Source: an optimization exercise on an open RTL-to-GDS flow (aim: small area, a short achievable clock period and few clock cycles per item). Production flows keep margins and buffers that such runs may drop. Function was checked by simulation only, so behaviour that the tests miss may differ from the original.

==> constraint.sdc <==
create_clock -name core_clock -period 10.0 [get_ports {clk}]
set_input_delay 2.0000 -clock core_clock [delete_from_list [all_inputs] [get_ports {clk}]]
set_output_delay 2.0000 -clock core_clock [all_outputs]
set_load 0.01 [all_outputs]
==> config.mk <==
export PLATFORM = sky130hd
export DESIGN_NAME = aes_enc_core
export DESIGN_NICKNAME = aes_enc_core
export VERILOG_FILES = /design/flow/design.v
export SDC_FILE = /design/flow/constraint.sdc
export NUM_CORES = 8
export LEC_CHECK = 0
export CAP_MARGIN = 20
export CORE_MARGIN = 2
export CORE_UTILIZATION = 50
export CTS_CLUSTER_DIAMETER = 100
export CTS_CLUSTER_SIZE = 20
export SLEW_MARGIN = 20
==> flow/abc.script <==
&get -n
&st
&dch
&nf -a -R 1000
&put
==> flow/run.sh <==
#!/bin/bash
# Own layout flow: the standard flow (standard.sh, with its synthesis
# script and steps) with these settings changed:
#  - synthesis maps the logic with the ABC script in flow/abc.script (an
#    area-oriented mapping) instead of ORFS's speed script;
#  - the make variables listed in flow/make_vars.txt (one VAR=value per
#    line) are added to both make runs: among them SETUP_SLACK_MARGIN, so
#    that the timing repair steps aim for extra setup slack and the layout is
#    sized for a short period, although the clock stays at the design's.
# Each tool's output goes to a log file of its own in this folder.
set -uo pipefail
W=$PWD
SD=$W/scripts_own
rm -rf "$SD"; mkdir -p "$SD"
for f in "$FLOW_HOME"/scripts/*; do ln -s "$f" "$SD/"; done
rm -f "$SD/abc_area.script"; cp "$W/flow/abc.script" "$SD/abc_area.script"
VARS=()
if [[ -f "$W/flow/make_vars.txt" ]]; then
  while IFS= read -r line; do
    [[ -z "$line" || "$line" == \#* ]] && continue
    VARS+=("$line")
  done < "$W/flow/make_vars.txt"
fi
bash standard.sh SCRIPTS_DIR="$SD" ABC_AREA=1 "${VARS[@]}" synth > "$W/synth.log" 2>&1 || { tail -30 "$W/synth.log"; exit 1; }
bash standard.sh "${VARS[@]}" finish > "$W/layout.log" 2>&1 || { tail -30 "$W/layout.log"; exit 1; }
==> design.v <==
module aes_sbox_front (
    input  wire [7:0] a,
    output wire [11:0] m
);
    wire g59 = a[4] & a[7];
    wire g58 = ~(a[4] | a[7]);
    wire g60 = ~(g59 | g58);
    wire g85 = ~(g60 | a[1]);
    wire g63 = g60 & a[1];
    wire g86 = ~(g85 | g63);
    wire g88 = g86 & ~a[3];
    wire g87 = ~g86 & a[3];
    wire g0 = g88 | g87;
    wire g56 = a[7] & a[5];
    wire g43 = ~(a[7] | a[5]);
    wire g7 = ~(g56 | g43);
    wire g40 = a[2] & a[4];
    wire g39 = ~(a[2] | a[4]);
    wire g41 = ~(g40 | g39);
    wire g36 = g7 & g41;
    wire g57 = ~(g7 | g41);
    wire g1 = ~(g36 | g57);
    wire g78 = a[3] & a[6];
    wire g77 = ~(a[3] | a[6]);
    wire g79 = ~(g78 | g77);
    wire g81 = g79 & a[5];
    wire g80 = ~(g79 | a[5]);
    wire g82 = ~(g81 | g80);
    wire g99 = ~g86 & g82;
    wire g98 = g86 & ~g82;
    wire g2 = g99 | g98;
    wire g90 = ~g0 & a[0];
    wire g89 = g0 & ~a[0];
    wire g3 = g90 | g89;
    wire g84 = ~g82 & g41;
    wire g83 = g82 & ~g41;
    wire g4 = g84 | g83;
    wire g38 = a[3] & a[2];
    wire g37 = ~(a[3] | a[2]);
    wire g5 = ~(g38 | g37);
    wire g97 = ~g4 & a[1];
    wire g96 = g4 & ~a[1];
    wire g6 = g97 | g96;
    wire g8 = m[11:8];
    wire g104 = ~(g7 | g5);
    wire g102 = g7 & g5;
    wire g45 = a[0] & a[6];
    wire g44 = ~(a[0] | a[6]);
    wire g46 = ~(g45 | g44);
    wire g103 = ~(g102 | g46);
    wire g105 = ~(g104 | g103);
    wire g101 = ~(a[7] | a[1]);
    wire g107 = g105 & ~g101;
    wire g106 = ~g105 & g101;
    wire g108 = ~(g107 | g106);
    wire g9 = ~g108 & g57;
    wire g10 = g108 & ~g57;
    wire g11 = ~(g10 | g9);
    wire g100 = g2 & ~g6;
    wire g12 = g11 & g100;
    wire g13 = ~(g11 | g100);
    wire g14 = ~(g13 | g12);
    wire g91 = ~(g3 | g4);
    wire g47 = ~(g46 | a[1]);
    wire g50 = ~g47 & g43;
    wire g49 = a[7] & a[1];
    wire g51 = ~(g50 | g49);
    wire g48 = g47 & ~g43;
    wire g52 = g51 & ~g48;
    wire g42 = ~(g41 | g5);
    wire g54 = g52 & ~g42;
    wire g53 = ~g52 & g42;
    wire g55 = ~(g54 | g53);
    wire g93 = ~g91 & g55;
    wire g92 = g91 & ~g55;
    wire g94 = ~(g93 | g92);
    wire g64 = ~(g63 | g38);
    wire g62 = ~g37 & a[1];
    wire g65 = ~(g64 | g62);
    wire g61 = g60 & ~a[6];
    wire g68 = ~g65 & g61;
    wire g67 = g62 & ~g60;
    wire g69 = ~(g68 | g67);
    wire g66 = g65 & ~g61;
    wire g70 = g69 & ~g66;
    wire g72 = g70 & ~g57;
    wire g71 = ~g70 & g57;
    wire g73 = ~(g72 | g71);
    wire g75 = ~(g73 | g55);
    wire g74 = g73 & g55;
    wire g76 = ~(g75 | g74);
    wire g95 = g94 & g76;
    wire g15 = ~(g14 | g95);
    wire g16 = g5 & a[0];
    wire g17 = g0 & ~g4;
    wire g18 = g17 & ~g108;
    wire g19 = ~g17 & g108;
    wire g20 = ~(g19 | g18);
    wire g21 = g20 & g16;
    wire g22 = ~(g20 | g16);
    wire g23 = ~(g22 | g21);
    wire g24 = g23 & g14;
    wire g25 = g24 & g76;
    wire g26 = ~(g23 | g95);
    wire g27 = g14 & ~g94;
    wire g28 = ~g23 & g76;
    wire g29 = ~g23 & g14;
    wire g30 = ~(g29 | g94);
    wire g31 = g30 & ~g28;
    wire g32 = ~g30 & g28;
    wire g33 = g30 & ~g76;
    wire g34 = ~g26 & g14;
    wire g35 = ~g34 & g94;
    assign m[8] = ~(g25 | g15);
    assign m[10] = g27 | g26;
    assign m[11] = g32 | g31;
    assign m[9] = ~(g35 | g33);
    assign m[7:0] = { g7, g6, g5, g4, g1, g2, g0, g3 };
endmodule
module aes_sbox_back (
    input  wire [11:0] m,
    output wire [7:0] y
);
    wire g58 = m[1] & m[4];
    wire g57 = ~(m[1] | m[4]);
    wire g59 = ~(g58 | g57);
    wire g61 = ~(g59 | m[5]);
    wire g62 = ~g61 & m[9];
    wire g60 = g59 & m[5];
    wire g63 = g62 & ~g60;
    wire g147 = m[11] & m[2];
    wire g79 = m[11] & m[10];
    wire g78 = ~(m[11] | m[10]);
    wire g80 = ~(g79 | g78);
    wire g81 = g80 & m[6];
    wire g77 = m[7] & m[10];
    wire g83 = g81 & ~g77;
    wire g82 = ~g81 & g77;
    wire g84 = ~(g83 | g82);
    wire g8 = ~(g147 | g84);
    wire g148 = g147 & g84;
    wire g9 = ~(g8 | g148);
    wire g116 = m[2] & ~m[0];
    wire g115 = ~m[2] & m[0];
    wire g117 = ~(g116 | g115);
    wire g92 = m[11] & m[9];
    wire g91 = ~(m[11] | m[9]);
    wire g93 = ~(g92 | g91);
    wire g118 = ~g117 & g93;
    wire g112 = m[3] & m[1];
    wire g111 = ~(m[3] | m[1]);
    wire g113 = ~(g112 | g111);
    wire g95 = m[10] & m[8];
    wire g94 = ~(m[10] | m[8]);
    wire g96 = ~(g95 | g94);
    wire g98 = g96 & g93;
    wire g97 = ~(g96 | g93);
    wire g99 = ~(g98 | g97);
    wire g114 = g113 & g99;
    wire g120 = ~g118 & g114;
    wire g119 = g118 & ~g114;
    wire g121 = ~(g120 | g119);
    wire g11 = g9 & ~g121;
    wire g10 = ~g9 & g121;
    wire g12 = ~(g11 | g10);
    wire g146 = g80 & m[3];
    wire g14 = ~(g12 | g146);
    wire g13 = g12 & g146;
    wire g15 = ~(g14 | g13);
    wire g65 = g63 & g15;
    wire g64 = ~(g63 | g15);
    wire g66 = ~(g65 | g64);
    wire g102 = m[7] & ~m[5];
    wire g101 = ~m[7] & m[5];
    wire g103 = ~(g102 | g101);
    wire g104 = ~g103 & g96;
    wire g89 = m[6] & m[4];
    wire g88 = ~(m[6] | m[4]);
    wire g90 = ~(g89 | g88);
    wire g100 = g99 & g90;
    wire g106 = ~g104 & g100;
    wire g105 = g104 & ~g100;
    wire g107 = ~(g106 | g105);
    wire g68 = g66 & ~g107;
    wire g67 = ~g66 & g107;
    wire g69 = ~(g68 | g67);
    wire g54 = m[5] & ~m[0];
    wire g53 = ~m[5] & m[0];
    wire g55 = ~(g54 | g53);
    wire g56 = ~g55 & m[8];
    wire g71 = ~(g69 | g56);
    wire g70 = g69 & g56;
    wire g0 = g71 | g70;
    wire g27 = m[3] & m[10];
    wire g26 = g80 & m[2];
    wire g29 = ~g27 & g26;
    wire g28 = g27 & ~g26;
    wire g30 = ~(g29 | g28);
    wire g32 = g30 & ~g84;
    wire g31 = ~g30 & g84;
    wire g33 = ~(g32 | g31);
    wire g123 = ~m[9] & m[0];
    wire g122 = ~m[1] & m[8];
    wire g126 = g123 & ~g122;
    wire g125 = ~(m[8] | m[0]);
    wire g127 = ~(g126 | g125);
    wire g124 = ~g123 & g122;
    wire g128 = g127 & ~g124;
    wire g130 = ~(g128 | g121);
    wire g129 = g128 & g121;
    wire g131 = ~(g130 | g129);
    wire g35 = ~(g33 | g131);
    wire g34 = g33 & g131;
    wire g36 = ~(g35 | g34);
    wire g73 = m[4] & m[8];
    wire g72 = m[5] & m[9];
    wire g75 = ~g73 & g72;
    wire g74 = g73 & ~g72;
    wire g76 = ~(g75 | g74);
    wire g52 = ~(g36 | g76);
    wire g51 = g36 & g76;
    wire g1 = g52 | g51;
    wire g133 = ~g117 & g96;
    wire g132 = g113 & g93;
    wire g135 = ~g133 & g132;
    wire g134 = g133 & ~g132;
    wire g136 = ~(g135 | g134);
    wire g86 = ~g84 & g76;
    wire g85 = g84 & ~g76;
    wire g7 = ~(g86 | g85);
    wire g42 = ~g136 & g7;
    wire g41 = g136 & ~g7;
    wire g43 = ~(g42 | g41);
    wire g50 = ~(g43 | g30);
    wire g49 = g43 & g30;
    wire g2 = ~(g50 | g49);
    wire g40 = m[9] & m[1];
    wire g45 = g43 & ~g40;
    wire g44 = ~g43 & g40;
    wire g46 = ~(g45 | g44);
    wire g39 = m[8] & m[0];
    wire g48 = ~(g46 | g39);
    wire g47 = g46 & g39;
    wire g3 = ~(g48 | g47);
    wire g17 = g96 & g90;
    wire g16 = ~g103 & g93;
    wire g19 = ~g17 & g16;
    wire g18 = g17 & ~g16;
    wire g20 = ~(g19 | g18);
    wire g38 = ~(g36 | g20);
    wire g37 = g36 & g20;
    wire g4 = ~(g38 | g37);
    wire g22 = g20 & ~g136;
    wire g21 = ~g20 & g136;
    wire g23 = ~(g22 | g21);
    wire g25 = ~(g23 | g15);
    wire g24 = g23 & g15;
    wire g5 = g25 | g24;
    wire g137 = m[11] & m[6];
    wire g139 = ~(g137 | g136);
    wire g138 = g137 & g136;
    wire g140 = ~(g139 | g138);
    wire g142 = g140 & ~g131;
    wire g141 = ~g140 & g131;
    wire g143 = ~(g142 | g141);
    wire g87 = g80 & m[7];
    wire g109 = g107 & ~g87;
    wire g108 = ~g107 & g87;
    wire g110 = ~(g109 | g108);
    wire g145 = ~(g143 | g110);
    wire g144 = g143 & g110;
    wire g6 = ~(g145 | g144);
    assign y = { g3, g7, g6, g2, g1, g0, g5, g4 };
endmodule
module aes_mixcol (
    input  wire [31:0] a,
    output wire [31:0] y
);
    wire [7:0] a0 = a[31:24], a1 = a[23:16], a2 = a[15:8], a3 = a[7:0];
    wire [7:0] p0 = a0 ^ a1, p1 = a1 ^ a2, p2 = a2 ^ a3, p3 = a3 ^ a0;
    function [7:0] xt;
        input [7:0] v;
        xt = {v[6:0], 1'b0} ^ {3'b000, v[7], v[7], 1'b0, v[7], v[7]};
    endfunction
    assign y[31:24] = xt(p0) ^ (a1 ^ p2);
    assign y[23:16] = xt(p1) ^ (a2 ^ p3);
    assign y[15:8]  = xt(p2) ^ (a3 ^ p0);
    assign y[7:0]   = xt(p3) ^ (a0 ^ p1);
endmodule
module aes_enc_core (
    input  wire         clk,
    input  wire         rst,         
    input  wire         key_load,    
    input  wire [1:0]   key_len,     
    input  wire [255:0] key,         
    input  wire         in_valid,
    output reg          in_ready,
    input  wire [127:0] in_data,
    output reg          out_valid,
    output wire [127:0] out_data
);
    reg         l128, l192, l256;    
    reg  [3:0]  nr;                  
    reg  [2:0]  kp;                  
    reg         krdy;                
    reg         v1, w1, vm1, wm1, v2, w2, vm2, wm2;
    reg  [3:0]  r1, rm1, r2, rm2;
    reg  [1:0]  gn;                  
    reg         gopen;               
    wire        lastm2 = (rm2 == nr);
    wire        cont2  = vm2 && !lastm2;             
    wire        accept = in_valid && in_ready;
    reg  [255:0] ks;
    reg  [127:0] h0, h1, rko;
    reg  [31:0]  ksi;                
    reg          ksi_rot;            
    reg  [47:0]  km;                 
    wire [31:0] S7 = ks[31:0];
    wire [31:0] H00 = h0[127:96], H01 = h0[95:64], H02 = h0[63:32], H03 = h0[31:0];
    wire [31:0] H10 = h1[127:96], H11 = h1[95:64], H12 = h1[63:32], H13 = h1[31:0];
    wire [31:0] kin = ksi_rot ? {ksi[23:0], ksi[31:24]} : ksi;
    wire [47:0] km_d;
    wire [31:0] kb;                  
    genvar g;
    generate
        for (g = 0; g < 4; g = g + 1) begin : g_ksb
            aes_sbox_front u_f (.a(kin[31-8*g -: 8]), .m(km_d[47-12*g -: 12]));
            aes_sbox_back  u_b (.m(km[47-12*g -: 12]), .y(kb[31-8*g -: 8]));
        end
    endgenerate
    reg         c_en;                
    reg         c_fix;               
    reg         c_fixw;              
    reg         c_h0, c_h1, c_o;     
    reg  [3:0]  c_b;                 
    reg         c_p;                 
    reg         c_m01, c_m23, c_n01, c_n23, c_zq;
    reg  [7:0]  c_rc01, c_rc23;
    reg         c_rot, c_x4;         
    reg         k_sel;               
    wire [31:0] B0 = ({32{c_b[0]}} & H00) | ({32{c_b[1]}} & H10) | ({32{c_b[2]}} & H02) | ({32{c_b[3]}} & H12);
    wire [31:0] B1 = ({32{c_b[0]}} & H01) | ({32{c_b[1]}} & H11) | ({32{c_b[2]}} & H03) | ({32{c_b[3]}} & H13);
    wire [31:0] B2 = ({32{c_b[0]}} & H02) | ({32{c_b[1]}} & H12) | ({32{c_b[2]}} & H10) | ({32{c_b[3]}} & H00);
    wire [31:0] B3 = ({32{c_b[0]}} & H03) | ({32{c_b[1]}} & H13) | ({32{c_b[2]}} & H11) | ({32{c_b[3]}} & H01);
    wire [31:0] N2 = c_p ? H02 : H12;
    wire [31:0] N3 = c_p ? H03 : H13;
    wire [31:0] Q01 = B0 ^ B1;
    wire [31:0] Q23 = B2 ^ B3;
    wire [31:0] zQ  = {32{c_zq}} & Q01;
    wire [31:0] e0  = ({32{c_n01}} & N3) ^ {c_rc01, 24'h000000};
    wire [31:0] e2  = ({32{c_n23}} & N3) ^ {c_rc23, 24'h000000};
    wire [31:0] P0 = B0 ^ e0;
    wire [31:0] P1 = Q01 ^ e0;
    wire [31:0] P2 = zQ ^ (B2 ^ e2);
    wire [31:0] P3 = zQ ^ (Q23 ^ e2);
    wire [31:0] n0 = P0 ^ ({32{c_m01}} & kb);
    wire [31:0] n1 = P1 ^ ({32{c_m01}} & kb);
    wire [31:0] n2 = P2 ^ ({32{c_m23}} & kb);
    wire [31:0] n3 = P3 ^ ({32{c_m23}} & kb);
    wire [127:0] nk = {n0, n1, n2, n3};
    wire [31:0] P3x = zQ ^ ((Q23 ^ e2) ^ ({32{c_x4}} & (N2 ^ N3)));
    wire [31:0] nx  = P3x ^ ({32{c_m23}} & kb);
    reg  [127:0] s1, s2;             
    reg  [191:0] m1, m2;             
    reg  [127:0] outr;
    assign out_data = outr;
    wire [127:0] mix1, mix2, sub2;
    wire [191:0] m1_d, m2_d;
    aes_half_round u_a1 (.s(s1), .rk(h0), .m(m1_d));
    aes_half_round u_a2 (.s(s2), .rk(h1), .m(m2_d));
    aes_back_round u_b1 (.m(m1), .sub(), .mix(mix1));
    aes_back_round u_b2 (.m(m2), .sub(sub2), .mix(mix2));
    wire [127:0] okey = c_o ? nk : rko;
    always @(posedge clk) begin
        m1   <= m1_d;
        s2   <= mix1;
        m2   <= m2_d;
        s1   <= cont2 ? mix2 : in_data;
        outr <= sub2 ^ okey;
        km   <= km_d;
        ksi     <= k_sel ? nx : S7;
        ksi_rot <= k_sel ? c_rot : 1'b1;
    end
    function [1:0] mod3;             
        input [3:0] r;
        case (r)
            4'd0: mod3 = 2'd0;  4'd1: mod3 = 2'd1;  4'd2: mod3 = 2'd2;  4'd3: mod3 = 2'd0;
            4'd4: mod3 = 2'd1;  4'd5: mod3 = 2'd2;  4'd6: mod3 = 2'd0;  4'd7: mod3 = 2'd1;
            4'd8: mod3 = 2'd2;  4'd9: mod3 = 2'd0;  4'd10: mod3 = 2'd1; 4'd11: mod3 = 2'd2;
            4'd12: mod3 = 2'd0; 4'd13: mod3 = 2'd1; 4'd14: mod3 = 2'd2; default: mod3 = 2'd0;
        endcase
    endfunction
    function [7:0] rcon_of;
        input [3:0] r;
        input       a128, a192;
        begin
            if (a128) begin
                case (r)
                    4'd1: rcon_of = 8'h02;  4'd2: rcon_of = 8'h04;  4'd3: rcon_of = 8'h08;
                    4'd4: rcon_of = 8'h10;  4'd5: rcon_of = 8'h20;  4'd6: rcon_of = 8'h40;
                    4'd7: rcon_of = 8'h80;  4'd8: rcon_of = 8'h1b;  4'd9: rcon_of = 8'h36;
                    default: rcon_of = 8'h00;
                endcase
            end else if (a192) begin
                case (r)
                    4'd2: rcon_of = 8'h02;  4'd3: rcon_of = 8'h04;  4'd5: rcon_of = 8'h08;
                    4'd6: rcon_of = 8'h10;  4'd8: rcon_of = 8'h20;  4'd9: rcon_of = 8'h40;
                    4'd11: rcon_of = 8'h80;
                    default: rcon_of = 8'h00;
                endcase
            end else begin
                case (r)
                    4'd1: rcon_of = 8'h01;  4'd3: rcon_of = 8'h02;  4'd5: rcon_of = 8'h04;
                    4'd7: rcon_of = 8'h08;  4'd9: rcon_of = 8'h10;  4'd11: rcon_of = 8'h20;
                    4'd13: rcon_of = 8'h40;
                    default: rcon_of = 8'h00;
                endcase
            end
        end
    endfunction
    wire        v1_n = cont2 || accept;
    wire        w1_n = cont2 ? wm2 : !gopen;
    wire [3:0]  r1_n = cont2 ? rm2 + 4'd1 : 4'd1;
    wire        np_n = (!v1_n || r1_n == nr - 4'd1) && (!v1 || r1 == nr - 4'd1) &&
                       (!vm1 || rm1 == nr - 4'd1) && (!v2 || r2 == nr) &&
                       !(v1_n && w1_n) && !(v1 && w1) && !(vm1 && wm1);
    wire [2:0]  kp_n = key_load ? 3'd1 : (kp == 3'd0 || kp == 3'd7) ? kp : kp + 3'd1;
    wire        krdy_n = key_load ? (key_len != 2'd1) :
                         (krdy || (kp_n >= 3'd2));
    wire        st1_n = v1 && w1 && (r1 != 4'd1);
    wire        st2_n = v2 && w2;
    wire [3:0]  j_n   = st2_n ? r2 : r1;             
    wire [3:0]  sr_n  = j_n - 4'd1;                  
    wire [3:0]  sn_n  = j_n;                         
    wire [1:0]  m3c   = mod3(sr_n);
    wire [1:0]  m3n   = mod3(sn_n);
    always @(posedge clk) begin
        if (rst) begin
            krdy      <= 1'b0;
            kp        <= 3'd0;
            v1        <= 1'b0;
            vm1       <= 1'b0;
            v2        <= 1'b0;
            vm2       <= 1'b0;
            gopen     <= 1'b0;
            gn        <= 2'd0;
            in_ready  <= 1'b0;
            out_valid <= 1'b0;
            c_en      <= 1'b0;
            c_fix     <= 1'b0;
        end else begin
            kp        <= kp_n;
            krdy      <= krdy_n;
            v1        <= v1_n;
            vm1       <= v1;
            v2        <= vm1;
            vm2       <= v2;
            gopen     <= accept && !(gopen && gn == 2'd2);
            gn        <= !accept ? 2'd0 : gopen ? gn + 2'd1 : 2'd0;
            in_ready  <= krdy_n && (np_n || (accept && !(gopen && gn == 2'd2)));
            out_valid <= vm2 && lastm2;
            c_en      <= st1_n || st2_n || (kp == 3'd2 && !l256);
            c_fix     <= kp == 3'd2 && !l256;
        end
        c_fixw <= !rst && kp == 3'd2 && !l256 && !key_load;
        k_sel  <= !rst && (st1_n || st2_n || (kp == 3'd2 && !l256)) && !key_load;
        w1  <= w1_n;
        r1  <= r1_n;
        wm1 <= w1;
        rm1 <= r1;
        w2  <= wm1;
        r2  <= rm1 + 4'd1;
        wm2 <= w2;
        rm2 <= r2;
        c_h0 <= st2_n && r2 != nr;
        c_h1 <= st1_n;
        c_o  <= st2_n && r2 == nr;
        if (kp == 3'd2 && !l256) begin
            c_b   <= 4'b0001;
            c_p   <= 1'b0;
            c_m01  <= 1'b1;
            c_m23  <= 1'b1;
            c_n01  <= 1'b0;
            c_n23  <= 1'b0;
            c_zq   <= 1'b1;
            c_rc01 <= 8'h01;
            c_rc23 <= 8'h01;
            c_rot <= 1'b1;
            c_x4  <= 1'b0;
        end else begin
            c_p   <= j_n[0];
            c_b   <= {l192 && j_n[0], l192 && !j_n[0],
                      (l128 && !j_n[0]) || (l256 && j_n[0]),
                      (l128 && j_n[0]) || (l256 && !j_n[0])};
            c_m01  <= !(l192 && m3c != 2'd2);
            c_m23  <= !(l192 && m3c == 2'd1);
            c_n01  <= l192 && m3c != 2'd2;
            c_n23  <= l192 && m3c == 2'd1;
            c_zq   <= !(l192 && m3c == 2'd0);
            c_rc01 <= (l192 && m3c != 2'd2) ? 8'h00 : rcon_of(sr_n, l128, l192);
            c_rc23 <= (l192 && m3c == 2'd1) ? 8'h00 : rcon_of(sr_n, l128, l192);
            c_rot <= l128 || (l256 && sn_n[0]) || (l192 && m3n != 2'd1);
            c_x4  <= l192 && m3n == 2'd0;
        end
        if (key_load) begin
            l128 <= key_len != 2'd1 && key_len != 2'd2;
            l192 <= key_len == 2'd1;
            l256 <= key_len == 2'd2;
            nr   <= (key_len == 2'd1) ? 4'd12 : (key_len == 2'd2) ? 4'd14 : 4'd10;
        end
    end
    always @(posedge clk) begin
        if (key_load) begin
            ks[255:32] <= key[255:32];
            ks[31:0]   <= (key_len == 2'd1) ? key[95:64] :
                          (key_len == 2'd2) ? key[31:0] : key[159:128];
        end else if (c_fixw) begin
            if (l128) ks[127:0] <= nk;
            else      ks[63:0]  <= {n0, n1};
        end
    end
    always @(posedge clk) begin
        if (kp == 3'd1 || (in_ready && !gopen))
            h0 <= ks[255:128];
        else if (c_en && c_h0)
            h0 <= nk;
        if (kp == 3'd1)
            h1 <= ks[127:0];
        else if (c_fixw && l128)
            h1 <= nk;
        else if (vm1 && wm1 && rm1 == 4'd1)
            h1 <= ks[127:0];
        else if (c_en && c_h1)
            h1 <= nk;
        if (c_o)
            rko <= nk;
    end
endmodule
module aes_half_round (
    input  wire [127:0] s,
    input  wire [127:0] rk,
    output wire [191:0] m
);
    wire [127:0] a = s ^ rk;
    genvar g;
    generate
        for (g = 0; g < 16; g = g + 1) begin : g_sb
            aes_sbox_front u_f (.a(a[127-8*g -: 8]), .m(m[191-12*g -: 12]));
        end
    endgenerate
endmodule
module aes_back_round (
    input  wire [191:0] m,
    output wire [127:0] sub,
    output wire [127:0] mix
);
    wire [127:0] sb;
    genvar g, c, r;
    generate
        for (g = 0; g < 16; g = g + 1) begin : g_sb
            aes_sbox_back u_b (.m(m[191-12*g -: 12]), .y(sb[127-8*g -: 8]));
        end
        for (c = 0; c < 4; c = c + 1) begin : g_col
            for (r = 0; r < 4; r = r + 1) begin : g_row
                assign sub[127-8*(4*c+r) -: 8] = sb[127-8*(4*((c+r)%4)+r) -: 8];
            end
            aes_mixcol u_mc (.a(sub[127-32*c -: 32]), .y(mix[127-32*c -: 32]));
        end
    endgenerate
endmodule
==> flow/make_vars.txt <==
SETUP_SLACK_MARGIN=7.0
BUFFER_PORTS_ARGS=-buffer_cell sky130_fd_sc_hd__buf_2
==> standard.sh <==
#!/bin/bash
# synth_recipe.tcl (not shown) runs the flow's synth.tcl, then flattens the netlist and writes it again
# the make line also repeats each setting of config.mk as NAME=value (left out here)
make -C /OpenROAD-flow-scripts/flow DESIGN_CONFIG=/design/flow/config.mk WORK_HOME=/design/flow/orfs CLKGATE_MAP_FILE= SYNTH_SCRIPT=/design/flow/synth_recipe.tcl "${@:-finish}"
==> results of run 1 <==
[area by class of cell]
type	count	area, um^2
antenna	3	7.51
clock buffer	152	2600
clock inverter	10	82.6
fill	13700	55500
inverter	315	1190
multi-input combinational	8222	74100
sequential	1561	36800
tap	2495	3120
timing repair buffer	1578	13700
[how the worst min path moves through the flow]
stage	from	to	slack (ns)	cells past startpoint
after floorplan	w2$_DFF_P_	wm2$_DFF_P_	0.33	0
after global placement	w2$_DFF_P_	wm2$_DFF_P_	0.34	0
after detailed placement	w2$_DFF_P_	wm2$_DFF_P_	0.33	0
after CTS	w2$_DFF_P_	wm2$_DFF_P_	0.37	0
after global routing	w2$_DFF_P_	wm2$_DFF_P_	0.38	0
final	wm1$_DFF_P_	w2$_DFF_P_	0.38	0
[repair_timing]
action,in CTS,in global routing
gates resized for setup,1466,1320
hold buffers,0,0
pin swaps,269,580
setup endpoints to repair,1391,1022
cloned,5,9
setup buffers,384,534
[layer usage]
layer	wire, um	global-route usage [%]
met1	152000	50.5
met3	44300	9.14
met4	39300	27.9
met5	55	0
met2	178000	60.9
[cells by family after synthesis]
family                   count (synthesis)  share of synthesized area [%]
XOR/XNOR                              3780                           35.3
AND/OR/NAND/NOR                       2648                           11.2
flip-flops                            1561                           38.8
AO/OA/AOI/OAI                         1453                           9.28
buffers and inverters                  315                           1.26
adder cells (fa/ha/maj)                198                           2.64
multiplexers                           140                           1.54
[registers in the layout, summed over array words and instances, names as in the netlist, 2 cells and up]
register  count
nr            2
km           48
h1          128
ks          256
s1          128
r1            4
gn            2
m1          192
ksi          32
c_rc01        8
s2          128
m2          192
c_b           4
r2            4
h0          128
c_rc23        8
rm1           4
kp            3
rko         128
outr        128
rm2           4
[placed cells by master, fill, tap and decap left out, types with 43 or more instances in the layout]
cell	netlist	layout
xnor2_1	2559	1558
nand2_1	1497	1420
nor2_1	916	905
dfxtp_1	1044	828
buf_4	0	811
xor2_1	1220	769
xnor2_2	0	657
a21oi_1	675	597
edfxtp_1	517	517
buf_2	0	429
xnor2_4	0	344
o21ai_0	403	342
xor2_2	0	312
clkinv_1	315	300
ha_1	198	184
buf_6	0	163
dfxtp_2	0	156
buf_12	0	147
xor2_4	0	139
nand2b_1	133	132
a222oi_1	129	129
clkbuf_16	0	100
mux2i_1	102	69
dfxtp_4	0	60
a21oi_2	0	58
clkbuf_1	0	56
o21ai_1	0	49
nand2_2	0	46
nor2b_1	44	43
[through the flow]
stage	util (%)
after global routing	70.3
after CTS	63.1
after floorplan	-
after global placement	53.9
final	70.3
after detailed placement	54.0
==> results.sh, run 1 <==
export IMPL_status="no timing/DRC/antenna violations"
export IMPL_cp_end_kind="primary output"
export IMPL_cts_root_buf="clkbuf_16"
export IMPL_cp_max_fo=1
export IMPL_hp_class="flip-flop to flip-flop"
export IMPL_max_freq_mhz=303
export IMPL_dp_slack_ns=5.57
export IMPL_cp_arrival_ns=1.30
export IMPL_gp_congestion=1.04
export IMPL_ys_top_cells_by_area="xnor2_1, dfxtp_1, edfxtp_1, xor2_1, nand2_1"
export IMPL_yosysTopAreaCellShare_pct=23.9
export IMPL_via_count=82300
export IMPL_cp_slowest_stage_delay_ns=0.41
export IMPL_clk_pin_slew_ns=0.09
export IMPL_nets=12400
export IMPL_yosys_warnings=2
export IMPL_cts_sinks=1561
export IMPL_drv_slew=0
export IMPL_hold_ws_ns=0.379
export IMPL_r2r_cells=12
export IMPL_cp_start_kind="flip-flop"
export IMPL_dieArea_um2=191000
export IMPL_ys_seq_elements=1561
export IMPL_final_cell_count_no_fill=14300
export IMPL_grt_remaining_overflow=0
export IMPL_wl_per_cell_um=28.9
export IMPL_synth_edf_count=517
export IMPL_hpwl_um=296000
export IMPL_avgSynthCellArea_um2=9.30
export IMPL_cp_cell_sequence="buf_6"
export IMPL_hold_viol=0
export IMPL_yosysUniqueCellTypes=46
export IMPL_ys_async_sr_fraction_pct=0
export IMPL_dpl_cell_count=13200
export IMPL_track_usage_pct=40.1
export IMPL_ys_top_cells_by_count="xnor2_1, nand2_1, xor2_1"
export IMPL_synth_most_common_cell="xnor2_1"
export IMPL_ios=520
export IMPL_max_cap_violations=0
export IMPL_htreeDepth=3
export IMPL_slew_headroom_pct=28.6
export IMPL_synth_main_ff_cell="dfxtp_1"
export IMPL_layout_min_cycle_time_ns=3.30
export IMPL_critical_path_top_delay_family="flip-flops"
export IMPL_vias_per_cell=5.74
export IMPL_grt_max_degree=150
export IMPL_rows=159
export IMPL_cts_tree="done"
export IMPL_cts_made_buffers=90
export IMPL_worstReg2RegStart="c_b[0]$_SDFF_PP1_"
export IMPL_max_slew_worst_pin_slew_ns=1.07
export IMPL_grt_pass1_vias=76300
export IMPL_routed_wirelength_um=414000
export IMPL_syn_cell_area_um2=93900
export IMPL_grt_pass1_wl_um=547000
export IMPL_first_pass_iters=13
export IMPL_worst_slack_ns=6.70
export IMPL_syn_num_nets=10700
export IMPL_worstReg2RegEnd="ks[42]$_DFFE_PP_"
export IMPL_critPathLaunch="outr[44]$_DFF_P_"
export IMPL_drive_gt1_share_pct=30.6
export IMPL_r2r_setup_slack_ns=6.84
export IMPL_drt_iter0_markers=9794
export IMPL_syn_inst=10100
export IMPL_dpl_instance_area_um2=101000
export IMPL_cts_buffer_depth=3
export IMPL_area_growth_pct=40.3
export IMPL_rsz0062_at_grt="yes"
export IMPL_initial_core_util_pct=50.1
export IMPL_numPortBuffers=519
export IMPL_crit_type="flip-flop to primary output"
export IMPL_required_ns=8.00
export IMPL_setup_viol=0
export IMPL_core_area_um2=187000
export IMPL_crit_end="out_data[44]"
export IMPL_clk_latency_ns=0.79
export IMPL_stdcell_area_um2=132000
export IMPL_antenna_left=0
export IMPL_yosysSeqAreaShare_pct=38.8
export IMPL_antenna_found_initial=21
export IMPL_crit_cells=1
export IMPL_period_share_pct=33.0
export IMPL_synth_area_leader_cell="xnor2_1"
export IMPL_skew_ns=0.0384
export IMPL_die_h_um=437
export IMPL_cp_num_buf_inv=1
export IMPL_fp_dieW_um=437
export IMPL_critical_path_slowest_cell="dfxtp_4"
export IMPL_drc=0
export IMPL_fin_tns_setup_ns=0
Testbench counts, summed over its fixed seeds: cycles 12,694, items 1,687.
==> inputs of run 2 (changes only) <==
==> flow/make_vars.txt (replaced) <==
SETUP_SLACK_MARGIN=6.8
BUFFER_PORTS_ARGS=-buffer_cell sky130_fd_sc_hd__buf_2
--- a/config.mk
+++ b/config.mk
@@ -7,7 +7,7 @@
 export LEC_CHECK = 0
 export CAP_MARGIN = 20
 export CORE_MARGIN = 2
-export CORE_UTILIZATION = 50
+export CORE_UTILIZATION = 58
 export CTS_CLUSTER_DIAMETER = 100
 export CTS_CLUSTER_SIZE = 20
 export SLEW_MARGIN = 20
==> run 2 against run 1 <==
  * Still clean on timing, DRC and antenna
  * Synthesized cell count is the same
  * Non-clock buffer count shrank 594
  * Fmax shrank 2.7%
  * Register-to-register slack lost 0.23 ns
  * Critical path depth grew 7
  * Via count shrank 2.7%
  * Cell count shrank 6.4%
  * Critical path type is now flip-flop to flip-flop
  * Largest cell class unchanged
==> results.sh, run 2 <==
export IMPL_status="no timing/DRC/antenna violations"
export IMPL_fin_tns_setup_ns=0
export IMPL_ys_top_cells_by_area="xnor2_1, dfxtp_1, edfxtp_1, xor2_1, nand2_1"
export IMPL_stdcell_area_um2=118000
export IMPL_period_share_pct=33.9
export IMPL_dieArea_um2=165000
export IMPL_syn_inst=10100
export IMPL_synth_most_common_cell="xnor2_1"
export IMPL_skew_ns=0.0306
export IMPL_worstReg2RegStart="nr[1]$_SDFFCE_PP0P_"
export IMPL_yosysUniqueCellTypes=46
export IMPL_numPortBuffers=519
export IMPL_cts_hold_buf=0
export IMPL_ys_top_cells_by_count="xnor2_1, nand2_1, xor2_1"
export IMPL_fp_dieW_um=406
export IMPL_rows=147
export IMPL_setup_viol=0
export IMPL_dp_slack_ns=5.55
export IMPL_vias_per_cell=5.97
export IMPL_nFillCells=11600
export IMPL_hp_class="flip-flop to flip-flop"
export IMPL_first_pass_iters=14
export IMPL_min_from="w1$_DFF_P_"
export IMPL_grt_max_degree=164
export IMPL_drt_iter0_markers=11500
export IMPL_synth_main_ff_cell="dfxtp_1"
export IMPL_cts_sinks=1561
export IMPL_cp_cell_sequence="clkinv_1, a21oi_1, nand3_1, nand2_8, buf_6, buf_8, nand2_1, o21ai_1"
export IMPL_initial_core_util_pct=58.5
export IMPL_slew_headroom_pct=14.8
export IMPL_gp_congestion=1.06
export IMPL_cts_made_buffers=88
export IMPL_htreeDepth=3
export IMPL_grt_pass1_wl_um=517000
export IMPL_nets=11800
export IMPL_track_usage_pct=44.0
export IMPL_antenna_left=0
export IMPL_die_h_um=406
export IMPL_antenna_found_initial=30
export IMPL_highest_layer="met5"
export IMPL_hold_viol=0
export IMPL_worstReg2RegEnd="s1[0]$_DFF_P_"
export IMPL_routed_wirelength_um=382000
export IMPL_max_cap_violations=0
export IMPL_yosys_warnings=2
export IMPL_required_ns=10.59
export IMPL_drive_gt1_share_pct=20.2
export IMPL_r2r_setup_slack_ns=6.61
export IMPL_wl_per_cell_um=28.5
export IMPL_drv_slew=0
export IMPL_syn_cell_area_um2=93900
export IMPL_cts_buffer_depth=3
export IMPL_cp_max_fo=73
export IMPL_top_register="ks"
export IMPL_met2WireLength_um=159000
export IMPL_final_common_cell="xnor2_1"
export IMPL_worst_slack_ns=6.61
export IMPL_area_growth_pct=25.6
export IMPL_core_area_um2=161000
export IMPL_synth_area_leader_cell="xnor2_1"
export IMPL_critical_path_slowest_cell="edfxtp_1"
export IMPL_final_cell_mix="xnor2_1, nand2_1, xor2_1, nor2_1, dfxtp_1"
export IMPL_grt_pass1_vias=74600
export IMPL_cp_start_kind="flip-flop"
export IMPL_post_route_util_pct=73.4
export IMPL_yosysTopAreaCellShare_pct=23.9
export IMPL_syn_num_nets=10700
export IMPL_clk_pin_slew_ns=0.09
export IMPL_grt_remaining_overflow=0
export IMPL_cp_end_kind="flip-flop"
export IMPL_r2r_cells=8
export IMPL_cts_tree="done"
export IMPL_cp_slowest_stage_delay_ns=0.55
export IMPL_hold_ws_ns=0.371
export IMPL_largest_reg_flops=256
export IMPL_cts_root_buf="clkbuf_16"
export IMPL_yosysSeqAreaShare_pct=38.8
export IMPL_cp_arrival_ns=3.98
export IMPL_reg_top3="ks (256), m1 (192), m2 (192)"
export IMPL_drc=0
export IMPL_routed_wl_met3_um=48600
export IMPL_crit_type="flip-flop to flip-flop"
export IMPL_m1WireLength_um=139000
export IMPL_max_freq_mhz=295
export IMPL_ios=520
export IMPL_ys_async_sr_fraction_pct=0
export IMPL_avgSynthCellArea_um2=9.30
export IMPL_clk_latency_ns=0.78
export IMPL_layout_min_cycle_time_ns=3.39
export IMPL_hold_end="wm1$_DFF_P_"
export IMPL_whs_path_depth=0
export IMPL_rsz0062_at_grt="yes"
export IMPL_dpl_instance_area_um2=100000
export IMPL_synth_edf_count=517
export IMPL_max_slew_worst_pin_slew_ns=1.28
export IMPL_via_count=80100
export IMPL_ys_seq_elements=1561
export IMPL_hpwl_um=286000
[run 2: cell counts after synthesis]
Identical to the previous run, type by type.
[run 2: cells by family (layout without fill, tap and decap cells)]
family                     Yosys count  count (layout)  synth area share (%)
xor gates and xnor gates          3780            3780                  35.3
and+or+nand+nor                   2648            2649                  11.2
muxes                              140             140                  1.54
adders and majority gates          198             198                  2.64
other                                0              12                     0
AOI/OAI and AO/OA                 1453            1453                  9.28
buffers and inverters              315            1463                  1.26
DFF                               1561            1561                  38.8
[run 2: critical path: cells and delay by family, from the launching register on]
family / cells / cell delay (ns)
AO/OA/AOI/OAI: 2 / 0.58
flip-flops: 1 / 0.55
buffers and inverters: 3 / 1.06
AND/OR/NAND/NOR: 3 / 0.86
[run 2: area by class of cell]
cell class | instances | area, um^2 | share of cell area, %
clock inverters | 9 | 149 | 0.126
clock buffers | 155 | 2470 | 2.10
flip-flops and latches | 1561 | 36600 | 31.1
well taps | 2160 | 2700 | 2.29
diodes | 12 | 30.0 | 0.0255
inverters | 315 | 1180 | 1.00
multi-input cells | 8220 | 67000 | 56.9
repair buffers | 984 | 7670 | 6.51
[run 2: how the worst max path moves through the flow]
| stage | from | cells after the start | endpoint |
|---|---|---|---|
| floorplan | kp[1]$_SDFF_PP0_ | 5 | h0[0]$_DFFE_PP_ |
| global placement | c_b[1]$_SDFF_PP0_ | 10 | outr[12]$_DFF_P_ |
| detailed placement | c_b[1]$_SDFF_PP0_ | 10 | outr[12]$_DFF_P_ |
| CTS | km[44]$_DFF_P_ | 11 | ks[56]$_DFFE_PP_ |
| global route | m1[188]$_DFF_P_ | 10 | s2[121]$_DFF_P_ |
| finish | nr[1]$_SDFFCE_PP0P_ | 8 | s1[0]$_DFF_P_ |
[run 2: metrics by stage]
| stage | std cells |
|---|---|
| after floorplan | 10100 |
| final | 13400 |
| after global placement | 12900 |
| after detailed placement | 12900 |
| after global routing | 13400 |
| after CTS | 13200 |
[run 2: layer usage]
| metal | global-route usage [%] | vias to the layer above |
|---|---|---|
| met2 | 64.4 | 5252 |
| li1 | - | 35300 |
| met4 | 31.1 | 8 |
| met5 | 0.743 | - |
| met3 | 10.8 | 1242 |
| met1 | 56.7 | 38200 |
[run 2: repair_timing]
item                        CTS  global route
setup buffers               115           228
gates cloned                  2             1
pin swaps                    93           179
gates resized for setup     847           799
setup endpoints to repair  1184           820
==> inputs of run 3 (changes only) <==
--- a/config.mk
+++ b/config.mk
@@ -7,7 +7,8 @@
 export LEC_CHECK = 0
 export CAP_MARGIN = 20
 export CORE_MARGIN = 2
-export CORE_UTILIZATION = 58
+export CORE_UTILIZATION = 50
 export CTS_CLUSTER_DIAMETER = 100
 export CTS_CLUSTER_SIZE = 20
 export SLEW_MARGIN = 20
+export SYNTH_HIERARCHICAL = 1
==> run 3 against run 2 <==
  * Fmax is 1.4% higher
  * Synthesized cell count increased by 4.9%
  * Area after synthesis rose by 5.6%
  * Critical path depth is 6 higher
  * Routed wire length up 3.4%
  * First-iteration DRC count decreased by 24%
  * Utilization shrank 12 points
  * Cell count rose by 3.3%
  * Global-route usage is 6.7 points lower
  * Non-clock buffer count up 78
  * Critical path type unchanged
  * Critical endpoint is now ks[61]$_DFFE_PP_
==> results.sh, run 3 <==
export IMPL_nets=11700
export IMPL_grt_pass1_vias=73400
export IMPL_required_ns=10.55
export IMPL_cp_end_kind="flip-flop"
export IMPL_top_register="ks"
export IMPL_final_common_cell="xnor2_1"
export IMPL_routed_wirelength_um=395000
export IMPL_drc=0
export IMPL_dpl_instance_area_um2=102000
export IMPL_ys_seq_elements=1561
export IMPL_clk_latency_ns=0.81
export IMPL_syn_num_nets=11200
export IMPL_ys_top_cells_by_area="dfxtp_1, xnor2_1, edfxtp_1, xor2_1, buf_4"
export IMPL_cts_made_buffers=92
export IMPL_largest_reg_flops=256
export IMPL_r2r_setup_slack_ns=6.65
export IMPL_vias_per_cell=5.56
export IMPL_yosysTopAreaCellShare_pct=21.1
export IMPL_track_usage_pct=37.3
export IMPL_min_from="w2$_DFF_P_"
export IMPL_htreeDepth=3
export IMPL_rows=163
export IMPL_synth_most_common_cell="xnor2_1"
export IMPL_hpwl_um=304000
export IMPL_reg_top3="ks (256), m1 (192), m2 (192)"
export IMPL_hold_end="wm2$_DFF_P_"
export IMPL_hp_class="flip-flop to flip-flop"
export IMPL_clk_pin_slew_ns=0.08
export IMPL_synth_area_leader_cell="dfxtp_1"
export IMPL_drt_iter0_markers=8796
export IMPL_synth_main_ff_cell="dfxtp_1"
export IMPL_max_cap_violations=0
export IMPL_via_count=77000
export IMPL_grt_max_degree=160
export IMPL_syn_cell_area_um2=99200
export IMPL_fp_dieW_um=449
export IMPL_max_slew_worst_pin_slew_ns=1.18
export IMPL_numPortBuffers=519
export IMPL_core_area_um2=197000
export IMPL_yosys_warnings=8
export IMPL_crit_type="flip-flop to flip-flop"
export IMPL_drv_slew=0
export IMPL_cp_start_kind="flip-flop"
export IMPL_ys_async_sr_fraction_pct=0
export IMPL_drive_gt1_share_pct=22.4
export IMPL_gp_congestion=1.06
export IMPL_status="no timing/DRC/antenna violations"
export IMPL_die_h_um=449
export IMPL_layout_min_cycle_time_ns=3.35
export IMPL_antenna_found_initial=24
export IMPL_slew_headroom_pct=21.4
export IMPL_setup_viol=0
export IMPL_yosysSeqAreaShare_pct=36.7
export IMPL_ios=520
export IMPL_worstReg2RegStart="km[46]$_DFF_P_"
export IMPL_skew_ns=0.0404
export IMPL_avgSynthCellArea_um2=9.37
export IMPL_whs_path_depth=0
export IMPL_synth_edf_count=517
export IMPL_syn_inst=10600
export IMPL_first_pass_iters=11
export IMPL_cts_root_buf="clkbuf_16"
export IMPL_ys_top_cells_by_count="xnor2_1, xor2_1, nand2_1"
export IMPL_final_cell_mix="xnor2_1, xor2_1, nand2_1, nor2_1, dfxtp_1"
export IMPL_cts_hold_buf=0
export IMPL_period_share_pct=33.5
export IMPL_hold_viol=0
export IMPL_area_growth_pct=22.1
export IMPL_max_freq_mhz=299
export IMPL_fin_tns_setup_ns=0
export IMPL_r2r_cells=14
export IMPL_cts_sinks=1561
export IMPL_grt_pass1_wl_um=536000
export IMPL_cp_max_fo=4
export IMPL_yosysUniqueCellTypes=43
export IMPL_stdcell_area_um2=121000
export IMPL_initial_core_util_pct=50.3
export IMPL_wl_per_cell_um=28.5
export IMPL_rsz0062_at_grt="yes"
export IMPL_cp_arrival_ns=3.90
export IMPL_worstReg2RegEnd="ks[61]$_DFFE_PP_"
export IMPL_cts_buffer_depth=3
export IMPL_grt_remaining_overflow=0
export IMPL_cts_tree="done"
export IMPL_dieArea_um2=202000
export IMPL_antenna_left=0
[run 3: routing by layer]
metal / up-vias / share of wire [%] / global-route usage (%) / routed length [um]
met2: 3618 / 44 / 57.6 / 175000
li1: 34700 / - / - / -
met1: 37800 / 39 / 47.6 / 153000
met4: 2 / 8.3 / 24.5 / 32900
met5: - / 0.0033 / 0 / 13
met3: 850 / 8.7 / 7.06 / 34500
[run 3: critical path: stages (launching register included)]
cell and delay (ns):
dfxtp_4 0.39, xnor2_4 0.22, xor2_2 0.17, nand2b_1 0.12
xnor2_2 0.26, xnor2_2 0.19, xor2_1 0.22, xnor2_1 0.19
nand2_1 0.14, xor2_2 0.24, xnor2_2 0.23, buf_4 0.17
xor2_4 0.26, a21oi_2 0.09, a22o_1 0.20
[run 3: modules after synthesis (local to each module, per instance), excerpt]
module | flip-flops and latches | copies in the design | cells
aes_sbox_back | 0 | 36 | 74
aes_sbox_front | 0 | 36 | 70
aes_half_round | 0 | 2 | 128
aes_mixcol | 0 | 8 | 109
aes_enc_core | 1561 | 1 | 4276
[run 3: per-stage QoR]
| step | worst slack [ns] | utilization [%] | hold WS (ns) | cells |
|---|---|---|---|---|
| after global routing | 6.49 | 61.4 | 0.371 | 13900 |
| final | 6.65 | 61.4 | 0.365 | 13900 |
| after floorplan | 1.31 | - | 0.331 | 10600 |
| after detailed placement | 5.29 | 51.6 | 0.349 | 13300 |
| after CTS | 6.55 | 57.2 | 0.365 | 13600 |
| after global placement | 5.33 | 51.5 | 0.340 | 13300 |
[run 3: cell families (layout without fill, tap and decap cells)]
group | count (synthesis) | in the layout | synth area share [%]
adders and majority gates | 234 | 234 | 2.86
and+or+nand+nor | 2468 | 2470 | 10.3
AOI/OAI and AO/OA | 1230 | 1230 | 7.36
muxes | 300 | 300 | 3.30
buffers and inverters | 1031 | 1652 | 6.22
xor gates and xnor gates | 3764 | 3764 | 33.2
other | 0 | 10 | 0
DFF | 1561 | 1561 | 36.7
[run 3: worst max path at each step]
| stage | from | end | slack [ns] | cells after the start |
|---|---|---|---|---|
| 2_1_floorplan | kp[1]$_SDFF_PP0_ | h0[0]$_DFFE_PP_ | 1.31 | 5 |
| 3_3_place_gp | key_len[1] | ks[30]$_DFFE_PP_ | 5.33 | 6 |
| 5_1_grt | km[46]$_DFF_P_ | ks[61]$_DFFE_PP_ | 6.49 | 14 |
| 4_1_cts | m2[152]$_DFF_P_ | s1[76]$_DFF_P_ | 6.55 | 11 |
| 6_report | km[46]$_DFF_P_ | ks[61]$_DFFE_PP_ | 6.65 | 14 |
| 3_5_place_dp | key_len[1] | ks[24]$_DFFE_PP_ | 5.29 | 6 |
[run 3: area by class of cell]
cell class / count / area, um^2
Multi-Input combinational cell: 7998 / 68100
Clock buffer: 157 / 2710
Timing Repair Buffer: 1062 / 8530
Sequential cell: 1561 / 36700
Clock inverter: 14 / 141
Inverter: 419 / 1590
Tap cell: 2640 / 3300
Antenna cell: 10 / 25.0
Fill cell: 16500 / 76100
[run 3: timing repair]
action                      CTS  global route
gates cloned                  3             1
setup buffers               172           247
gates resized for setup     960           839
pin swaps                   120           243
setup endpoints to repair  1213           868
==> inputs of run 4 (changes only) <==
==> flow/abc.script (replaced) <==
&get -n
&st
&dch
&nf -R 1000
&put
--- a/config.mk
+++ b/config.mk
@@ -11,4 +11,3 @@
 export CTS_CLUSTER_DIAMETER = 100
 export CTS_CLUSTER_SIZE = 20
 export SLEW_MARGIN = 20
-export SYNTH_HIERARCHICAL = 1
==> run 4 against run 3 <==
  * Highest routed layer is now met4
  * Critical path depth down 13
  * Still clean on timing, DRC and antenna
  * Synthesized cell count is 4.7% lower
  * Die area down 5.3%
  * Largest cell class unchanged
  * Critical endpoint is now out_data[61]
==> results.sh, run 4 <==
export IMPL_hold_viol=0
export IMPL_max_freq_mhz=302
export IMPL_synth_edf_count=517
export IMPL_area_growth_pct=26.8
export IMPL_cts_buffer_depth=3
export IMPL_cp_max_fo=1
export IMPL_synth_most_common_cell="xnor2_1"
export IMPL_critical_path_top_delay_family="flip-flops"
export IMPL_syn_inst=10100
export IMPL_cts_tree="done"
export IMPL_grt_remaining_overflow=0
export IMPL_gp_congestion=1.04
export IMPL_ys_top_cells_by_area="xnor2_1, dfxtp_1, edfxtp_1, xor2_1, nand2_1"
export IMPL_stdcell_area_um2=119000
export IMPL_rsz0062_at_grt="yes"
export IMPL_synth_area_leader_cell="xnor2_1"
export IMPL_cts_root_buf="clkbuf_16"
export IMPL_yosysUniqueCellTypes=46
export IMPL_worst_slack_ns=6.69
export IMPL_drc=0
export IMPL_cp_arrival_ns=1.31
export IMPL_status="no timing/DRC/antenna violations"
export IMPL_ys_seq_elements=1561
export IMPL_syn_num_nets=10700
export IMPL_grt_pass1_vias=73500
export IMPL_htreeDepth=3
export IMPL_cts_made_buffers=90
export IMPL_track_usage_pct=38.7
export IMPL_max_slew_worst_pin_slew_ns=1.06
export IMPL_cp_slowest_stage_delay_ns=0.42
export IMPL_hpwl_um=296000
export IMPL_avgSynthCellArea_um2=9.30
export IMPL_hp_class="flip-flop to flip-flop"
export IMPL_synth_main_ff_cell="dfxtp_1"
export IMPL_cts_hold_buf=0
export IMPL_drv_slew=0
export IMPL_wl_per_cell_um=28.2
export IMPL_cp_start_kind="flip-flop"
export IMPL_slew_headroom_pct=29.1
export IMPL_skew_ns=0.0325
export IMPL_dp_slack_ns=5.57
export IMPL_setup_viol=0
export IMPL_drt_iter0_markers=9448
export IMPL_dpl_cell_count=13200
export IMPL_grt_pass1_wl_um=528000
export IMPL_yosys_warnings=2
export IMPL_final_common_cell="xnor2_1"
export IMPL_final_cell_mix="xnor2_1, nand2_1, xor2_1, nor2_1, dfxtp_1"
export IMPL_hold_ws_ns=0.378
export IMPL_nets=11800
export IMPL_reg_top3="ks (256), m1 (192), m2 (192)"
export IMPL_dpl_instance_area_um2=101000
export IMPL_clk_pin_slew_ns=0.08
export IMPL_largest_reg_flops=256
export IMPL_yosysTopAreaCellShare_pct=23.9
export IMPL_antenna_found_initial=13
export IMPL_syn_cell_area_um2=93900
export IMPL_initial_core_util_pct=50.1
export IMPL_ys_top_cells_by_count="xnor2_1, nand2_1, xor2_1"
export IMPL_clk_latency_ns=0.79
export IMPL_layout_min_cycle_time_ns=3.31
export IMPL_cp_num_buf_inv=1
export IMPL_critical_path_slowest_cell="dfxtp_4"
export IMPL_period_share_pct=33.1
export IMPL_ys_async_sr_fraction_pct=0
export IMPL_first_pass_iters=13
export IMPL_antenna_left=0
export IMPL_max_cap_violations=0
export IMPL_die_h_um=437
export IMPL_grt_max_degree=165
export IMPL_routed_wirelength_um=389000
export IMPL_ios=520
export IMPL_cp_end_kind="primary output"
export IMPL_rows=159
export IMPL_cts_sinks=1561
export IMPL_numPortBuffers=519
export IMPL_vias_per_cell=5.68
export IMPL_cp_cell_sequence="buf_6"
export IMPL_via_count=78200
export IMPL_crit_type="flip-flop to primary output"
export IMPL_drive_gt1_share_pct=20.6
export IMPL_core_area_um2=187000
export IMPL_top_register="ks"
export IMPL_fp_dieW_um=437
export IMPL_dieArea_um2=191000
export IMPL_fin_tns_setup_ns=0
export IMPL_final_cell_count_no_fill=13800
export IMPL_yosysSeqAreaShare_pct=38.8
export IMPL_required_ns=8.00
run 4: worst paths after layout:
| path | startpoint | endpoint | slack [ns] | depth (start not counted) |
|---|---|---|---|---|
| min reg2reg | w2$_DFF_P_ | wm2$_DFF_P_ | 0.38 | 0 |
| max | outr[61]$_DFF_P_ | out_data[61] | 6.69 | 1 |
| min | w2$_DFF_P_ | wm2$_DFF_P_ | 0.38 | 0 |
| max reg2reg | m1[22]$_DFF_P_ | s2[91]$_DFF_P_ | 6.73 | 10 |
run 4: final cells by class:
class | instances | area, um^2
diodes | 5 | 12.5
clock buffers | 152 | 2600
clock inverters | 10 | 82.6
fillers | 15500 | 68200
inverters | 315 | 1190
multi-input cells | 8219 | 67200
flip-flops and latches | 1561 | 36700
well taps | 2495 | 3120
repair buffers | 1007 | 8160
run 4: cells by family (layout without fill, tap and decap cells):
family / Yosys count / count (layout) / synth area share (%)
AND/OR/NAND/NOR: 2648 / 2648 / 11.2
flip-flops: 1561 / 1561 / 38.8
buffers and inverters: 315 / 1484 / 1.26
multiplexers: 140 / 140 / 1.54
AO/OA/AOI/OAI: 1453 / 1453 / 9.28
adder cells (fa/ha/maj): 198 / 198 / 2.64
other: 0 / 5 / 0
XOR/XNOR: 3780 / 3780 / 35.3
run 4: per-layer routing:
layer / share of wire [%] / GRT usage (%) / up-vias / routed length [um]
met1: 38 / 49.8 / 38100 / 149000
met4: 8.2 / 24.8 / 0 / 32000
met5: 0 / 0 / - / 0
li1: - / - / 35300 / -
met3: 9.7 / 7.12 / 868 / 37500
met2: 44 / 59.7 / 3957 / 170000
run 4: timing repair:
action | CTS | global route
resized for setup | 856 | 767
setup buffers | 138 | 216
gates cloned | 0 | 4
endpoints found under the setup margin | 1247 | 819
pin swaps | 95 | 158
run 4: through the flow:
stage	utilization, %
global placement	53.9
floorplan	-
CTS	59.4
global route	63.6
detailed placement	54.0
finish	63.6
==> inputs of run 5 (changes only) <==
==> flow/abc.script (replaced) <==
&get -n
&st
&dch
&nf -a -R 1000
&put
==> run 5 against run 4 <==
  * Area after synthesis stayed put
  * Highest routed layer unchanged
  * Die area did not move
  * Fmax unchanged
  * Global-route usage is the same
  * Synthesized cell count unchanged
  * Cell area is the same
  * Cell count unchanged
==> results.sh, run 5 <==
export IMPL_nFillCells=15500
export IMPL_cp_slowest_stage_delay_ns=0.42
export IMPL_die_h_um=437
export IMPL_dpl_cell_count=13200
export IMPL_vias_per_cell=5.68
export IMPL_rsz0062_at_grt="yes"
export IMPL_cts_tree="done"
export IMPL_post_route_util_pct=63.6
export IMPL_avgSynthCellArea_um2=9.30
export IMPL_m1WireLength_um=149000
export IMPL_status="no timing/DRC/antenna violations"
export IMPL_ios=520
export IMPL_track_usage_pct=38.7
export IMPL_largest_reg_flops=256
export IMPL_initial_core_util_pct=50.1
export IMPL_core_area_um2=187000
export IMPL_skew_ns=0.0325
export IMPL_syn_num_nets=10700
export IMPL_r2r_cells=10
export IMPL_nets=11800
export IMPL_grt_pass1_wl_um=528000
export IMPL_critical_path_top_delay_family="flip-flops"
export IMPL_reg_top3="ks (256), m1 (192), m2 (192)"
export IMPL_cts_buffer_depth=3
export IMPL_ys_top_cells_by_area="xnor2_1, dfxtp_1, edfxtp_1, xor2_1, nand2_1"
export IMPL_cp_num_buf_inv=1
export IMPL_grt_pass1_vias=73500
export IMPL_max_freq_mhz=302
export IMPL_clk_latency_ns=0.79
export IMPL_via_count=78200
export IMPL_top_register="ks"
export IMPL_grt_max_degree=165
export IMPL_synth_main_ff_cell="dfxtp_1"
export IMPL_cp_end_kind="primary output"
export IMPL_drc=0
export IMPL_slew_headroom_pct=29.1
export IMPL_syn_inst=10100
export IMPL_worstReg2RegEnd="s2[91]$_DFF_P_"
export IMPL_grt_remaining_overflow=0
export IMPL_drt_iter0_markers=9448
export IMPL_cp_max_fo=1
export IMPL_htreeDepth=3
export IMPL_period_share_pct=33.1
export IMPL_synth_most_common_cell="xnor2_1"
export IMPL_critPathLaunch="outr[61]$_DFF_P_"
export IMPL_met2WireLength_um=170000
export IMPL_cts_hold_buf=0
export IMPL_area_growth_pct=26.8
export IMPL_layout_min_cycle_time_ns=3.31
export IMPL_cp_start_kind="flip-flop"
export IMPL_worstReg2RegStart="m1[22]$_DFF_P_"
export IMPL_ys_async_sr_fraction_pct=0
export IMPL_rows=159
export IMPL_gp_congestion=1.04
export IMPL_cp_arrival_ns=1.31
export IMPL_final_cell_mix="xnor2_1, nand2_1, xor2_1, nor2_1, dfxtp_1"
export IMPL_routed_wl_met3_um=37500
export IMPL_max_cap_violations=0
export IMPL_max_slew_worst_pin_slew_ns=1.06
export IMPL_ys_top_cells_by_count="xnor2_1, nand2_1, xor2_1"
export IMPL_cts_sinks=1561
export IMPL_final_common_cell="xnor2_1"
export IMPL_synth_area_leader_cell="xnor2_1"
export IMPL_required_ns=8.00
export IMPL_highest_layer="met4"
export IMPL_r2r_setup_slack_ns=6.73
export IMPL_antenna_left=0
export IMPL_crit_end="out_data[61]"
export IMPL_hold_viol=0
export IMPL_synth_edf_count=517
export IMPL_crit_type="flip-flop to primary output"
export IMPL_ys_seq_elements=1561
export IMPL_hp_class="flip-flop to flip-flop"
export IMPL_hpwl_um=296000
export IMPL_dieArea_um2=191000
export IMPL_yosys_warnings=2
export IMPL_yosysUniqueCellTypes=46
export IMPL_syn_cell_area_um2=93900
export IMPL_yosysSeqAreaShare_pct=38.8
export IMPL_antenna_found_initial=13
export IMPL_final_cell_count_no_fill=13800
export IMPL_clk_pin_slew_ns=0.08
export IMPL_hold_ws_ns=0.378
export IMPL_fp_dieW_um=437
export IMPL_first_pass_iters=13
export IMPL_fin_tns_setup_ns=0
export IMPL_cts_made_buffers=90
export IMPL_critical_path_slowest_cell="dfxtp_4"
export IMPL_cp_cell_sequence="buf_6"
export IMPL_cts_root_buf="clkbuf_16"
export IMPL_drive_gt1_share_pct=20.6
export IMPL_setup_viol=0
export IMPL_routed_wirelength_um=389000
export IMPL_wl_per_cell_um=28.2
export IMPL_numPortBuffers=519
export IMPL_drv_slew=0
export IMPL_crit_cells=1
export IMPL_yosysTopAreaCellShare_pct=23.9
[run 5: cell counts in the layout (fill, tap and decap cells not counted)]
Identical to the previous run, type by type.
[run 5: kinds of logic (layout without fill, tap and decap cells)]
| kind of cell | Yosys count | in the layout | share of synthesized area [%] |
|---|---|---|---|
| xor gates and xnor gates | 3780 | 3780 | 35.3 |
| adders and majority gates | 198 | 198 | 2.64 |
| AOI/OAI and AO/OA | 1453 | 1453 | 9.28 |
| buffers and inverters | 315 | 1484 | 1.26 |
| muxes | 140 | 140 | 1.54 |
| other | 0 | 5 | 0 |
| and+or+nand+nor | 2648 | 2648 | 11.2 |
| DFF | 1561 | 1561 | 38.8 |
[run 5: worst reg2reg max path: cells and delay by family, from the launching register on]
kind | cells | cell delay, ns
flip-flops | 1 | 0.40
AND/OR/NAND/NOR | 1 | 0.09
XOR/XNOR | 9 | 2.60
[run 5: area by class of cell]
class / instances / area, um^2 / share of cell area (%)
flip-flops and latches: 1561 / 36700 / 30.8
well taps: 2495 / 3120 / 2.62
clock inverters: 10 / 82.6 / 0.0694
inverters: 315 / 1190 / 0.999
multi-input cells: 8219 / 67200 / 56.4
clock buffers: 152 / 2600 / 2.19
repair buffers: 1007 / 8160 / 6.86
diodes: 5 / 12.5 / 0.0105
[run 5: layer usage]
layer	global-route usage (%)	up-vias
met2	59.7	3957
met5	0	-
li1	-	35300
met3	7.12	868
met1	49.8	38100
met4	24.8	0
[run 5: how the worst min path moves through the flow]
stage,from,to,slack (ns),depth (start not counted)
floorplan,w2$_DFF_P_,wm2$_DFF_P_,0.33,0
global placement,w2$_DFF_P_,wm2$_DFF_P_,0.34,0
detailed placement,w2$_DFF_P_,wm2$_DFF_P_,0.33,0
CTS,w2$_DFF_P_,wm2$_DFF_P_,0.37,0
global route,w2$_DFF_P_,wm2$_DFF_P_,0.38,0
finish,w2$_DFF_P_,wm2$_DFF_P_,0.38,0
[run 5: stage by stage]
step	setup slack (ns)	instance area (um^2)
finish	6.69	119000
global route	6.61	119000
CTS	6.63	111000
detailed placement	5.57	101000
global placement	5.51	101000
floorplan	1.31	93900
[run 5: what timing repair did]
action | CTS | global route
pin swaps | 95 | 158
setup endpoints to repair | 1247 | 819
cloned | 0 | 4
gates resized for setup | 856 | 767
setup buffers | 138 | 216

==> static timing again, ports no longer ideal <==
How much do the figures lean on ideal ports? The routed layouts below were timed once more, with nothing changed but the port constraints.
Step 1 assumes that a clkbuf_16 drives the clock port and a buf_2 every other input.
Step 2, shift: input delay + t, output delay - t, t = (earliest + latest rising clock arrival at the registers) / 2. This alone moves slack from input paths to output paths.
Slacks: ideal / step 1 / step 2; pairs: ideal / step 1.
run | t (ns) | setup slack, ns | worst setup path at the end | latest minus earliest clock arrival (ns) | worst data-port slew with drivers (ns)
run 1 | 0.869 | 6.699 / 6.603 / 6.116 | input to register | 0.039 / 0.039 | 0.10
run 2 | 0.854 | 6.607 / 6.607 / 5.991 | input to register | 0.032 / 0.032 | 0.17
run 3 | 0.889 | 6.655 / 6.560 / 5.891 | input to register | 0.041 / 0.041 | 0.14
run 4 | 0.866 | 6.688 / 6.595 / 5.957 | input to register | 0.033 / 0.034 | 0.09
run 5 | 0.866 | 6.688 / 6.595 / 5.957 | input to register | 0.033 / 0.034 | 0.09
After both steps every run listed still meets setup and hold. The setup slack of run 3, which loses most, moves by -0.095 ns with the drivers and by -0.764 ns with both steps.
